This is an optimization exercise on Yosys and OpenROAD, whose aim is small area, a short achievable clock period and few clock cycles, not a production implementation. In this exercise RTL edits were held to simulation tests only and were not proved equivalent to the original.

--- config.mk ---
export PLATFORM = sky130hd
export DESIGN_NAME = crc_units
export DESIGN_NICKNAME = crc_units
export VERILOG_FILES = /design/flow/design.v
export SDC_FILE = /design/flow/constraint.sdc
export NUM_CORES = 4
export LEC_CHECK = 0
export CAP_MARGIN = 20
export CORE_MARGIN = 2
export CORE_UTILIZATION = 40
export SLEW_MARGIN = 20
--- constraint.sdc ---
create_clock -name core_clock -period 7.0 [get_ports {clk}]
set_input_delay 1.4000 -clock core_clock [delete_from_list [all_inputs] [get_ports {clk}]]
set_output_delay 1.4000 -clock core_clock [all_outputs]
set_load 0.01 [all_outputs]
--- design.v ---
module crc_unit #(
    parameter integer W             = 32,    
    parameter [63:0]  POLY          = 64'h04C11DB7,
    parameter [63:0]  INIT          = 64'hFFFFFFFF,
    parameter         REFL          = 1'b1,  
    parameter [63:0]  XOROUT        = 64'hFFFFFFFF,
    parameter integer BYTES_PER_CLK = 2      
) (
    input  wire          clk,
    input  wire          rst,
    input  wire          seed_lo_we,
    input  wire          seed_hi_we,
    input  wire [31:0]   wdata,
    input  wire          init,
    input  wire          feed,
    input  wire [1:0]    width,          
    output reg  [W-1:0]  seed,
    output wire [W-1:0]  result,
    output reg           busy
);
    function [W-1:0] reflect;
        input [W-1:0] v;
        integer i;
        begin
            for (i = 0; i < W; i = i + 1)
                reflect[i] = v[W-1-i];
        end
    endfunction
    localparam [W-1:0] POLY_W = POLY[W-1:0];
    localparam [W-1:0] RPOLY  = reflect(POLY[W-1:0]);
    function [W-1:0] crc_byte;
        input [W-1:0] s;
        input [7:0]   d;
        integer i;
        reg [W-1:0] r;
        reg         fb;
        begin
            r = s;
            if (REFL) begin
                for (i = 0; i < 8; i = i + 1) begin
                    fb = r[0] ^ d[i];
                    r  = r >> 1;
                    if (fb) r = r ^ RPOLY;
                end
            end else begin
                for (i = 7; i >= 0; i = i - 1) begin
                    fb = r[W-1] ^ d[i];
                    r  = r << 1;
                    if (fb) r = r ^ POLY_W;
                end
            end
            crc_byte = r;
        end
    endfunction
    reg [W-1:0] crc;         
    reg [15:0]  pending;     
    wire [W-1:0] seed_lo_next;
    wire [W-1:0] seed_hi_next;
    generate
        if (W > 32) begin : g_wide
            assign seed_lo_next = {seed[W-1:32], wdata};
            assign seed_hi_next = {wdata[W-33:0], seed[31:0]};
        end else begin : g_narrow
            assign seed_lo_next = wdata[W-1:0];
            assign seed_hi_next = seed;
        end
    endgenerate
    wire [W-1:0] crc_b0 = crc_byte(crc,    wdata[7:0]);
    wire [W-1:0] crc_b1 = crc_byte(crc_b0, wdata[15:8]);
    wire [W-1:0] crc_b2 = crc_byte(crc_b1, wdata[23:16]);
    wire [W-1:0] crc_b3 = crc_byte(crc_b2, wdata[31:24]);
    wire [W-1:0] crc_p0 = crc_byte(crc,    pending[7:0]);
    wire [W-1:0] crc_p1 = crc_byte(crc_p0, pending[15:8]);
    always @(posedge clk) begin
        if (rst) begin
            seed <= INIT[W-1:0];
            crc  <= REFL ? reflect(INIT[W-1:0]) : INIT[W-1:0];
            busy <= 1'b0;
        end else begin
            if (seed_lo_we)
                seed <= seed_lo_next;
            else if (seed_hi_we)
                seed <= seed_hi_next;
            if (busy) begin
                crc  <= crc_p1;
                busy <= 1'b0;
            end else if (init) begin
                crc <= REFL ? reflect(seed) : seed;
            end else if (feed) begin
                case (width)
                    2'd0: crc <= crc_b0;
                    2'd1: crc <= crc_b1;
                    default: begin
                        if (BYTES_PER_CLK >= 4) begin
                            crc <= crc_b3;
                        end else begin
                            crc  <= crc_b1;
                            busy <= 1'b1;
                        end
                    end
                endcase
            end
        end
    end
    always @(posedge clk)
        if (feed && !busy)
            pending <= wdata[31:16];
    assign result = crc ^ XOROUT[W-1:0];
endmodule
module crc_units (
    input  wire        clk,
    input  wire        rst,
    input  wire        req,
    input  wire        we,
    input  wire [7:0]  addr,      
    input  wire [31:0] wdata,
    output wire        ready,
    output reg  [31:0] rdata,     
    input  wire [4:0]  bound
);
    localparam integer NUNITS = 5;
    localparam [3:0] R_CTRL    = 4'h0;
    localparam [3:0] R_SEED_LO = 4'h1;
    localparam [3:0] R_SEED_HI = 4'h2;
    localparam [3:0] R_DIN     = 4'h3;
    localparam [3:0] R_RES_LO  = 4'h4;
    localparam [3:0] R_RES_HI  = 4'h5;
    wire [3:0] unit_idx = addr[7:4];
    wire [3:0] reg_idx  = addr[3:0];
    wire       unit_hit = (unit_idx < 4'd5) && (reg_idx <= R_RES_HI);
    wire       err_hit  = (addr == 8'h80);
    wire [NUNITS-1:0] busy;
    wire [NUNITS-1:0] unit_sel;
    genvar k;
    generate
        for (k = 0; k < NUNITS; k = k + 1) begin : g_sel
            assign unit_sel[k] = unit_hit && (unit_idx == k);
        end
    endgenerate
    wire ctrl_read = !we && (reg_idx == R_CTRL);
    assign ready = !(req && |(unit_sel & busy) && !ctrl_read);
    wire acc = req && ready;
    wire wr  = acc && we;
    wire rd  = acc && !we;
    wire wr_cfg = wr && (reg_idx <= R_DIN);
    wire [NUNITS-1:0] wr_ok      = {NUNITS{wr_cfg}} & unit_sel & ~bound;
    wire [NUNITS-1:0] wr_blocked = {NUNITS{wr_cfg}} & unit_sel &  bound;
    reg [2*NUNITS-1:0] width;     
    reg [4:0] err;
    integer i;
    always @(posedge clk) begin
        if (rst) begin
            width <= {2*NUNITS{1'b0}};
            err <= 5'b0;
        end else begin
            for (i = 0; i < NUNITS; i = i + 1)
                if (wr_ok[i] && reg_idx == R_CTRL)
                    width[2*i +: 2] <= wdata[2:1];
            if (wr && err_hit)
                err <= (err & ~wdata[4:0]) | wr_blocked;
            else
                err <= err | wr_blocked;
        end
    end
    wire [7:0]  seed0, res0;
    wire [15:0] seed1, res1;
    wire [31:0] seed2, res2, seed3, res3;
    wire [63:0] seed4, res4;
    wire [NUNITS-1:0] do_seed_lo = wr_ok & {NUNITS{reg_idx == R_SEED_LO}};
    wire [NUNITS-1:0] do_seed_hi = wr_ok & {NUNITS{reg_idx == R_SEED_HI}};
    wire [NUNITS-1:0] do_init    = wr_ok & {NUNITS{reg_idx == R_CTRL}} & {NUNITS{wdata[0]}};
    wire [NUNITS-1:0] do_feed    = wr_ok & {NUNITS{reg_idx == R_DIN}};
    crc_unit #(.W(8), .POLY(64'h1D), .INIT(64'hFF), .REFL(1'b0),
               .XOROUT(64'hFF), .BYTES_PER_CLK(2)) u0 (
        .clk(clk), .rst(rst),
        .seed_lo_we(do_seed_lo[0]), .seed_hi_we(do_seed_hi[0]), .wdata(wdata),
        .init(do_init[0]), .feed(do_feed[0]), .width(width[1:0]),
        .seed(seed0), .result(res0), .busy(busy[0]));
    crc_unit #(.W(16), .POLY(64'h1021), .INIT(64'hFFFF), .REFL(1'b0),
               .XOROUT(64'h0), .BYTES_PER_CLK(2)) u1 (
        .clk(clk), .rst(rst),
        .seed_lo_we(do_seed_lo[1]), .seed_hi_we(do_seed_hi[1]), .wdata(wdata),
        .init(do_init[1]), .feed(do_feed[1]), .width(width[3:2]),
        .seed(seed1), .result(res1), .busy(busy[1]));
    crc_unit #(.W(32), .POLY(64'h04C11DB7), .INIT(64'hFFFFFFFF), .REFL(1'b1),
               .XOROUT(64'hFFFFFFFF), .BYTES_PER_CLK(2)) u2 (
        .clk(clk), .rst(rst),
        .seed_lo_we(do_seed_lo[2]), .seed_hi_we(do_seed_hi[2]), .wdata(wdata),
        .init(do_init[2]), .feed(do_feed[2]), .width(width[5:4]),
        .seed(seed2), .result(res2), .busy(busy[2]));
    crc_unit #(.W(32), .POLY(64'h1EDC6F41), .INIT(64'hFFFFFFFF), .REFL(1'b1),
               .XOROUT(64'hFFFFFFFF), .BYTES_PER_CLK(2)) u3 (
        .clk(clk), .rst(rst),
        .seed_lo_we(do_seed_lo[3]), .seed_hi_we(do_seed_hi[3]), .wdata(wdata),
        .init(do_init[3]), .feed(do_feed[3]), .width(width[7:6]),
        .seed(seed3), .result(res3), .busy(busy[3]));
    crc_unit #(.W(64), .POLY(64'h42F0E1EBA9EA3693), .INIT(64'h0), .REFL(1'b0),
               .XOROUT(64'h0), .BYTES_PER_CLK(4)) u4 (
        .clk(clk), .rst(rst),
        .seed_lo_we(do_seed_lo[4]), .seed_hi_we(do_seed_hi[4]), .wdata(wdata),
        .init(do_init[4]), .feed(do_feed[4]), .width(width[9:8]),
        .seed(seed4), .result(res4), .busy(busy[4]));
    reg [31:0] res_hi_shadow;
    always @(posedge clk) begin
        if (rst)
            res_hi_shadow <= 32'b0;
        else if (rd && unit_sel[4] && reg_idx == R_RES_LO)
            res_hi_shadow <= res4[63:32];
    end
    reg [31:0] seed_lo_mux, seed_hi_mux, res_lo_mux, res_hi_mux;
    reg [1:0]  width_mux;
    always @(*) begin
        case (unit_idx)
            4'd0:    width_mux = width[1:0];
            4'd1:    width_mux = width[3:2];
            4'd2:    width_mux = width[5:4];
            4'd3:    width_mux = width[7:6];
            default: width_mux = width[9:8];
        endcase
    end
    always @(*) begin
        case (unit_idx)
            4'd0: begin
                seed_lo_mux = {24'b0, seed0};  seed_hi_mux = 32'b0;
                res_lo_mux  = {24'b0, res0};   res_hi_mux  = 32'b0;
            end
            4'd1: begin
                seed_lo_mux = {16'b0, seed1};  seed_hi_mux = 32'b0;
                res_lo_mux  = {16'b0, res1};   res_hi_mux  = 32'b0;
            end
            4'd2: begin
                seed_lo_mux = seed2;           seed_hi_mux = 32'b0;
                res_lo_mux  = res2;            res_hi_mux  = 32'b0;
            end
            4'd3: begin
                seed_lo_mux = seed3;           seed_hi_mux = 32'b0;
                res_lo_mux  = res3;            res_hi_mux  = 32'b0;
            end
            default: begin
                seed_lo_mux = seed4[31:0];     seed_hi_mux = seed4[63:32];
                res_lo_mux  = res4[31:0];      res_hi_mux  = res_hi_shadow;
            end
        endcase
    end
    always @(*) begin
        rdata = 32'b0;
        if (err_hit) begin
            rdata = {27'b0, err};
        end else if (unit_hit) begin
            case (reg_idx)
                R_CTRL:    rdata = {|(unit_sel & bound), |(unit_sel & busy), 27'b0,
                                    width_mux, 1'b0};
                R_SEED_LO: rdata = seed_lo_mux;
                R_SEED_HI: rdata = seed_hi_mux;
                R_RES_LO:  rdata = res_lo_mux;
                R_RES_HI:  rdata = res_hi_mux;
                default:   rdata = 32'b0;       
            endcase
        end
    end
endmodule
--- run.sh ---
#!/bin/bash
# synth_recipe.tcl (not shown) runs the flow's synth.tcl, then flattens the netlist and writes it again
# the make line also repeats each setting of config.mk as NAME=value (left out here)
make -C /OpenROAD-flow-scripts/flow DESIGN_CONFIG=/design/flow/config.mk WORK_HOME=/design/flow/orfs CLKGATE_MAP_FILE= SYNTH_SCRIPT=/design/flow/synth_recipe.tcl finish
==> flow_metrics.tcl <==
set metrics [dict create \
    outcome "finished clean" \
    cts_resized 0 \
    cts_buffers 52 \
    synth_top_flop_cell "dfxtp_1" \
    initial_core_util 0.404 \
    h-tree-depth 2 \
    yosysUniqueCellTypes 69 \
    grt_overflow 0 \
    setup_tns_ns 0 \
    syn_nets 4195 \
    worstSetupEndpointType "output port" \
    ctsHoldBuffers 0 \
    regArea_um2 9030 \
    crit_path_start_kind "input port" \
    yosys_register_bits 419 \
    timing_hold_violations_final 0 \
    final_nets 4299 \
    dp_hpwl_mm 142 \
    required_ns 5.60 \
    grt_max_degree 173 \
    syn_inst 4146 \
    cts.reportedPaths.clkPinSlew_ns 0.06 \
    synthArstFlopShare 0 \
    vias_per_cell 5.97 \
    drc 0 \
    drt_iter0_markers 4250 \
    post-route-min-period_ns 6.40 \
    crit_chain "clkdlybuf4s50_1, nor2_1, nand2_1, nor2_4, buf_4, a22oi_1, a21oi_1, a21oi_1, nor2_1, clkdlybuf4s50_1" \
    ys_top_cells_by_area "xnor2_1 25%, dfxtp_1 20%, xor2_1 7.8%" \
    placement.cell_area_um2 38800 \
    die_w_um 303 \
    startpoint "addr[2]" \
    io_buffers 81 \
    first_pass_iters 8 \
    r2r_start "u4.crc[57]$_SDFFE_PP0P_" \
    cts_setup_buffers 0 \
    vias 32615 \
    tightestPinTransition_ns 1.09 \
    area_growth_syn_to_layout_pct 14.0 \
    rsz0062_at_grt "false" \
    hold_class "reg2reg" \
    maxSlewViolCount 0 \
    antenna_found_initial 9 \
    rows 109 \
    tritoncts "yes" \
    met1_usage 0.473 \
    ant_nets 0 \
    clockBufferDepth 3 \
    netlist.top_cell.by_area "xnor2_1" \
    fillers 8735 \
    cpPeakStageDelay_ns 0.68 \
    ys_seq_area_frac 0.253 \
    fmax_mhz 156 \
    io_pins 82 \
    place_congestion 1.10 \
    drive_above_1_share 0.114 \
    setup_viol 0 \
    gr-max-usage-layer "met2" \
    crit_type "in2out" \
    hold_start "res_hi_shadow[22]$_SDFFE_PP0P_" \
    synth_most_common_cell "xnor2_1" \
    multi_input_area_um2 25600 \
    die_h_um 303 \
    routedWlPerCell_um 33.2 \
    yosysWarnings 6 \
    yosys-top-cells-count "1005 x xnor2_1, 559 x nand2_1, 355 x dfxtp_1" \
    fin_util 0.460 \
    layout.cells.non_filler 5459 \
    max_slew_margin 0.268 \
    met3_usage 0.0740 \
    crit_fanout 20 \
    arrival_ns 5.00 \
    fin_crit_sh 0.915 \
    maxCapViolCount 0 \
    synth_top_area_share 0.247 \
    synth_edf_count 64 \
    root_buffer "clkbuf_16" \
    core_area_um2 88400 \
    finalWirelength_mm 181 \
    fin_worst_skew_ns 0.0389 \
    avgSynthCellArea_um2 8.60 \
    grt_pass1_wl_mm 250 \
    grt.total_usage 0.391 \
    synthesis.area_um2 35700 \
    fin_area_um2 40700 \
    grt_util_met2 0.603 \
    insertion_delay_ns 0.67 \
    grt_pass1_vias 31398 \
    die_area_um2 91600 \
    cp_slowest_cell "a21oi_1" \
    cts.sinks 419 \
    dp.cells 5361 \
]
-- per-stage QoR --
step / setup WS, ns / hold WS, ns
final: 0.595 / 0.456
after global placement: 0.103 / 0.442
after floorplan: 0.941 / 0.436
after detailed placement: 0.0865 / 0.446
after CTS: 0.723 / 0.454
after global routing: 0.485 / 0.474
-- final timing paths --
kind         slack [ns]                              to  cells after the start
max                0.60                       rdata[19]                     10
min reg2reg        0.46  res_hi_shadow[22]$_SDFFE_PP0P_                      2
max reg2reg        1.43         u4.crc[53]$_SDFFE_PP0P_                     11
min                0.46  res_hi_shadow[22]$_SDFFE_PP0P_                      2
-- cells by family after synthesis --
group                  Yosys count  share of synthesized area
AO/OA/AOI/OAI                  828                      0.147
XOR/XNOR                      1473                      0.420
buffers and inverters          292                     0.0326
flip-flops                     419                      0.253
multiplexers                    75                     0.0263
AND/OR/NAND/NOR               1059                      0.122
-- flip-flops by register name (all words and copies together) (netlist names) --
register,count
u4.crc,64
u4.seed,64
res_hi_shadow,32
u2.crc,32
u2.seed,32
u3.crc,32
u3.seed,32
u0.pending,16
u1.crc,16
u1.pending,16
u1.seed,16
u2.pending,16
u3.pending,16
width,10
u0.crc,8
u0.seed,8
err,5
u0.busy,1
u1.busy,1
u2.busy,1
u3.busy,1
-- worst max-delay path: cells and delay by family --
family | cells | cell delay [ns]
buf+inv | 3 | 1.52
simple gates | 4 | 1.18
compound gates | 3 | 0.88
-- cell usage in the layout (no fill, tap or decap), types with 68 or more instances in the layout --
cell	instances
nand3_1	110
o21ai_0	148
xor2_1	317
a21oi_1	271
dfxtp_1	352
nor2_1	270
xnor2_1	1002
nand2_1	556
a211oi_1	127
xnor3_1	68
buf_4	247
clkdlybuf4s50_1	77
a22oi_1	79
-- routing by layer --
| metal | vias up | wire [µm] |
|---|---|---|
| li1 | 14304 | - |
| met3 | 587 | 15600 |
| met4 | 6 | 18900 |
| met1 | 15795 | 67700 |
| met2 | 1923 | 79000 |
| met5 | - | 41 |
-- final cells by class --
| cell class | instances | share of cell area |
|---|---|---|
| Antenna cell | 1 | 0.0000615 |
| Timing Repair Buffer | 331 | 0.0670 |
| Sequential cell | 419 | 0.222 |
| Clock inverter | 21 | 0.00637 |
| Multi-Input combinational cell | 3435 | 0.629 |
| Clock buffer | 76 | 0.0380 |
| Inverter | 11 | 0.00108 |
| Tap cell | 1165 | 0.0358 |
Testbench counts, summed over its fixed seeds: cycles 25,332.

## re-timing with driven ports
How much do the figures lean on ideal ports? The routed layout below was timed once more, with nothing changed but the port constraints.
Step 1 (the two cells are an assumption about what drives the block):
set clk [get_ports {clk}]
set_driving_cell -lib_cell sky130_fd_sc_hd__clkbuf_16 $clk
set_driving_cell -lib_cell sky130_fd_sc_hd__buf_2 [delete_from_list [all_inputs] $clk]
Step 2 also shifts input and output timing later by t, the mid clock arrival at the registers, as if the neighbouring blocks saw the same clock.
a / b / c = ideal / step 1 / step 2; a / b = the first two.
t, ns: 0.712
slack for setup (ns): 0.595 / 0.573 / 0.090
worst hold slack (ns): 0.456 / 0.456 / 0.456
clock arrival spread, ns: 0.043 / 0.043
After both steps this run still meets setup and hold. The setup slack of this run moves by -0.022 ns with the drivers and by -0.505 ns with both steps.
